From an optimization exercise on the open Yosys and OpenROAD flow, aimed at small area, a short achievable clock period and few clock cycles per item; shortcuts taken in it are not production practice. In this exercise RTL edits were held to simulation tests only and were not proved equivalent to the original.

Setup of lane 1:
Design plate_compose, start of the top module:
module plate_compose (
    input  wire        clk,
    input  wire        rst,           
    input  wire        in_valid,
    output wire        in_ready,
    input  wire        in_first,      
    input  wire        in_last,       
    input  wire [1:0]  in_mode,       
    input  wire [15:0] in_opac,       
    input  wire        in_has_alpha,  
    input  wire [15:0] in_alpha,      
    input  wire [15:0] in_s0,         
    input  wire [15:0] in_s1,         
    input  wire [15:0] in_s2,         
    output wire        out_valid,
    input  wire        out_ready,
    output wire [15:0] out_c0,
    output wire [15:0] out_c1,
    output wire [15:0] out_c2
);
    localparam [1:0] M_OVER = 2'd0, M_ADD = 2'd1, M_MAX = 2'd2, M_MUL = 2'd3;
    reg        rdy;                    
    reg        park;                   
    reg        o_v;                    
    reg [47:0] o;                      
    reg        r0_v, r0_first, r0_last, r0_ha;
    reg [1:0]  r0_mode;
    reg [15:0] r0_opac, r0_alpha;
    reg [47:0] r0_s;
    reg        s1_v, s1_first, s1_last;
    reg [1:0]  s1_mode;
    reg [15:0] s1_al;
    reg [47:0] s1_s;
    reg        s2_v, s2_last, s2_first;
    reg        s2_max;
    reg [47:0] s2_k;                   
    reg [47:0] s2_bn;                  
    reg [47:0] v;
    wire acc  = in_valid & rdy;
    wire hold = park;
    wire [15:0] al_m;
    plate_lmul u_al (.a(r0_alpha), .b(r0_opac), .r(al_m));
    wire [15:0] al_n = r0_first ? 16'hFFFF : (r0_ha ? al_m : r0_opac);
    wire [47:0] pre_n;
    plate_lmul u_p0 (.a(s1_s[15:0]),  .b(s1_al), .r(pre_n[15:0]));
    plate_lmul u_p1 (.a(s1_s[31:16]), .b(s1_al), .r(pre_n[31:16]));
    plate_lmul u_p2 (.a(s1_s[47:32]), .b(s1_al), .r(pre_n[47:32]));
    wire        s1_mul = (s1_mode == M_MUL) & ~s1_first;
    wire [15:0] k_com  = s1_first ? 16'h0000 :
                         (s1_mode == M_OVER) ? ~s1_al : 16'hFFFF;
    wire [47:0] k_n    = s1_mul ? ~pre_n : {3{k_com}};
  ...
For scale: ~6600 cells after synthesis, about 350 flip-flops, roughly 69000 sq um of cells after synthesis.
==> flow/config.mk <==
export PLATFORM = sky130hd
export DESIGN_NAME = plate_compose
export DESIGN_NICKNAME = plate_compose
export VERILOG_FILES = /design/flow/design.v
export SDC_FILE = /design/flow/constraint.sdc
export NUM_CORES = 4
export LEC_CHECK = 0
export CAP_MARGIN = 20
export CORE_MARGIN = 2
export CORE_UTILIZATION = 60
export CTS_BUF_LIST = sky130_fd_sc_hd__clkbuf_4 sky130_fd_sc_hd__clkbuf_8
export PLACE_DENSITY = 0.72
export SLEW_MARGIN = 20
export SYNTH_HIERARCHICAL = 1
export SYNTH_MINIMUM_KEEP_SIZE = 0
==> flow/constraint.sdc <==
create_clock -name core_clock -period 40.0 [get_ports {clk}]
set_input_delay 8.0000 -clock core_clock [delete_from_list [all_inputs] [get_ports {clk}]]
set_output_delay 8.0000 -clock core_clock [all_outputs]
set_load 0.01 [all_outputs]
standard.sh (not shown) runs the stock make flow with config.mk's settings and CLKGATE_MAP_FILE= SYNTH_SCRIPT=/design/flow/synth_recipe.tcl, a recipe that flattens the netlist after the stock synthesis.
==> flow/flow/run.sh <==
#!/bin/bash
# The standard layout (standard.sh: the standard flow's own ORFS flow with its synthesis),
# with the port buffers placed as buf_2 cells instead of the default
# delay-buffer cells. Each tool's output goes to standard.log here.
set -euo pipefail
bash standard.sh "BUFFER_PORTS_ARGS=-buffer_cell sky130_fd_sc_hd__buf_2" finish > standard.log 2>&1
In summary, lane 1 completed successfully, with a layout that passed the timing, design-rule and antenna checks.
Testbench counts of lane 1, summed over its fixed seeds: cycles 9,606, pixels 2,400.
Here is what was changed in the inputs of lane 2 compared with lane 1.
Settings: swapping 60 for 40 in CORE_UTILIZATION; clearing CTS_BUF_LIST, which used to be sky130_fd_sc_hd__clkbuf_4 sky130_fd_sc_hd__clkbuf_8; swapping 0.72 for 0.6 in PLACE_DENSITY.
## What came out
- For the setup slack, lane 2 came in 56 ps higher than lane 1 did.
- Note that the number of vias per cell after detailed routing recorded for lane 2 amounts to 0.899 times the value seen in lane 1.
- NOTE: non-clock buffer count in the final layout in lane 2 exceeds that of lane 1
- Cell count is higher on lane 2
- Compared with lane 1, lane 2 shows a total wire length that is about 6% higher.
- | final-layout worst hold slack | lane 2 vs lane 1 | worse |
Input-level comparison between lane 3 and lane 2:
Settings: CORE_UTILIZATION now 60, was 40; PLACE_DENSITY now 0.72, was 0.6; CTS_CLUSTER_SIZE now 25, previously not set; CTS_CLUSTER_DIAMETER now 80, previously not set.
[summary]
Clock latency at the later pin of the worst-skew pair across lane 3 and lane 2: no real change. Against lane 2, count of clock-buffer cells in the layout in lane 3 fell by more than a quarter. Summary of lane 3 over lane 2: setup slack at placement now smaller, shortest period the worst path allows now sits higher, largest stage delay on the critical path went up 20 ps.
Relative to lane 3, the following input files were edited for lane 4:
Settings: removing CTS_CLUSTER_DIAMETER (formerly 80); changing CORE_UTILIZATION from 60 to 40; changing PLACE_DENSITY from 0.72 to 0.6; removing CTS_CLUSTER_SIZE (formerly 25).
==> flow/run.sh (new file) <==
#!/bin/bash
# synth_recipe.tcl (not shown) runs the flow's synth.tcl, then flattens the netlist and writes it again
# the make line also repeats each setting of config.mk as NAME=value (left out here)
make -C /OpenROAD-flow-scripts/flow DESIGN_CONFIG=/design/flow/config.mk WORK_HOME=/design/flow/orfs CLKGATE_MAP_FILE= SYNTH_SCRIPT=/design/flow/synth_recipe.tcl finish
removed: flow/flow/run.sh
removed: flow/standard.sh
--- outcome ---
- On fraction of layout cells with a size suffix above 1, the higher figure sits with lane 3, not lane 4.
- Relative to lane 3, the fmax measured on lane 4 has decreased by a few percent.
- Comparing routed length on met3 for lane 4 and lane 3, the bigger number came from lane 3.
- Higher die area was reported by lane 4, not lane 3.
- STATUS clock period minus worst slack: lane 4 loses against lane 3
- The arrival time at the worst endpoint reported for lane 4 is greater than that of lane 3 by 320 ps.
- Between lane 4 and lane 3, the difference in first-pass detailed-route iteration total is negligible.
- Between lane 3 and lane 4, the flow reports non-clock buffer count increasing by more than 10%.
--- input diff lane 4..lane 5 ---
Settings: a change of CORE_UTILIZATION from 40 to 60; a change of PLACE_DENSITY from 0.6 to 0.72; an added CTS_BUF_LIST of sky130_fd_sc_hd__clkbuf_8.
==> flow/flow/run.sh (new file) <==
#!/bin/bash
# The standard layout (standard.sh: the standard flow's own ORFS flow with its synthesis),
# with the port buffers placed as buf_2 cells instead of the default
# delay-buffer cells. Each tool's output goes to standard.log here.
set -euo pipefail
bash standard.sh "BUFFER_PORTS_ARGS=-buffer_cell sky130_fd_sc_hd__buf_2" finish > standard.log 2>&1
==> flow/standard.sh (new file) <==
#!/bin/bash
# synth_recipe.tcl (not shown) runs the flow's synth.tcl, then flattens the netlist and writes it again
# the make line also repeats each setting of config.mk as NAME=value (left out here)
make -C /OpenROAD-flow-scripts/flow DESIGN_CONFIG=/design/flow/config.mk WORK_HOME=/design/flow/orfs CLKGATE_MAP_FILE= SYNTH_SCRIPT=/design/flow/synth_recipe.tcl "${@:-finish}"
removed: flow/run.sh
Findings:
Lane 5 — post-DP HPWL about 7% lower, lane 4 as reference
[compare] base=lane 4 new=lane 5: number of buffers other than clock buffers in the final layout has decreased, via count of the first global-routing pass has increased, actual transition at the worst max-transition pin has decreased, final cell count without fillers has decreased.
Worst slew margin relative to its limit up 0.28 points in lane 5 wrt lane 4
Looking only at number of inserted filler cells in the final layout, and setting everything else aside, the higher value of lane 4 and lane 5 goes to lane 4.
Run comparison: lane 4 critical-path cell with the highest stage delay clkdlybuf4s50_1; lane 5 critical-path cell with the highest stage delay edfxtp_1
Note that the aggregate routed wire length recorded for lane 4 amounts to 1.07 times the value seen in lane 5.

what the ideal ports hide:
The results above use ideal ports. As a check the final layouts listed here were re-extracted and re-timed, cells and wires unchanged. Step 1 sets driving cells, clkbuf_16 on the clock port and buf_2 on the other inputs (assumed; they add their load-dependent delay and slew). Step 2, shift: input delay + t, output delay - t, t = (earliest + latest rising clock arrival at the registers) / 2. This alone moves slack from input paths to output paths. Slacks: ideal / step 1 / step 2; pairs: ideal / step 1.
run	t (ns)	setup slack, ns	hold slack, ns
lane 1	0.781	30.725 / 30.656 / 30.337	0.440 / 0.440 / 0.440
lane 2	0.746	30.781 / 30.706 / 30.642	0.418 / 0.418 / 0.418
lane 3	0.734	30.759 / 30.683 / 30.379	0.435 / 0.435 / 0.435
lane 4	0.729	30.440 / 30.366 / 30.250	0.423 / 0.423 / 0.423
lane 5	0.787	30.721 / 30.652 / 30.331	0.433 / 0.433 / 0.433
After both steps every run listed still meets setup and hold. For lane 5, which loses most, drivers alone change the setup slack by -0.069 ns; drivers and shift together by -0.390 ns.
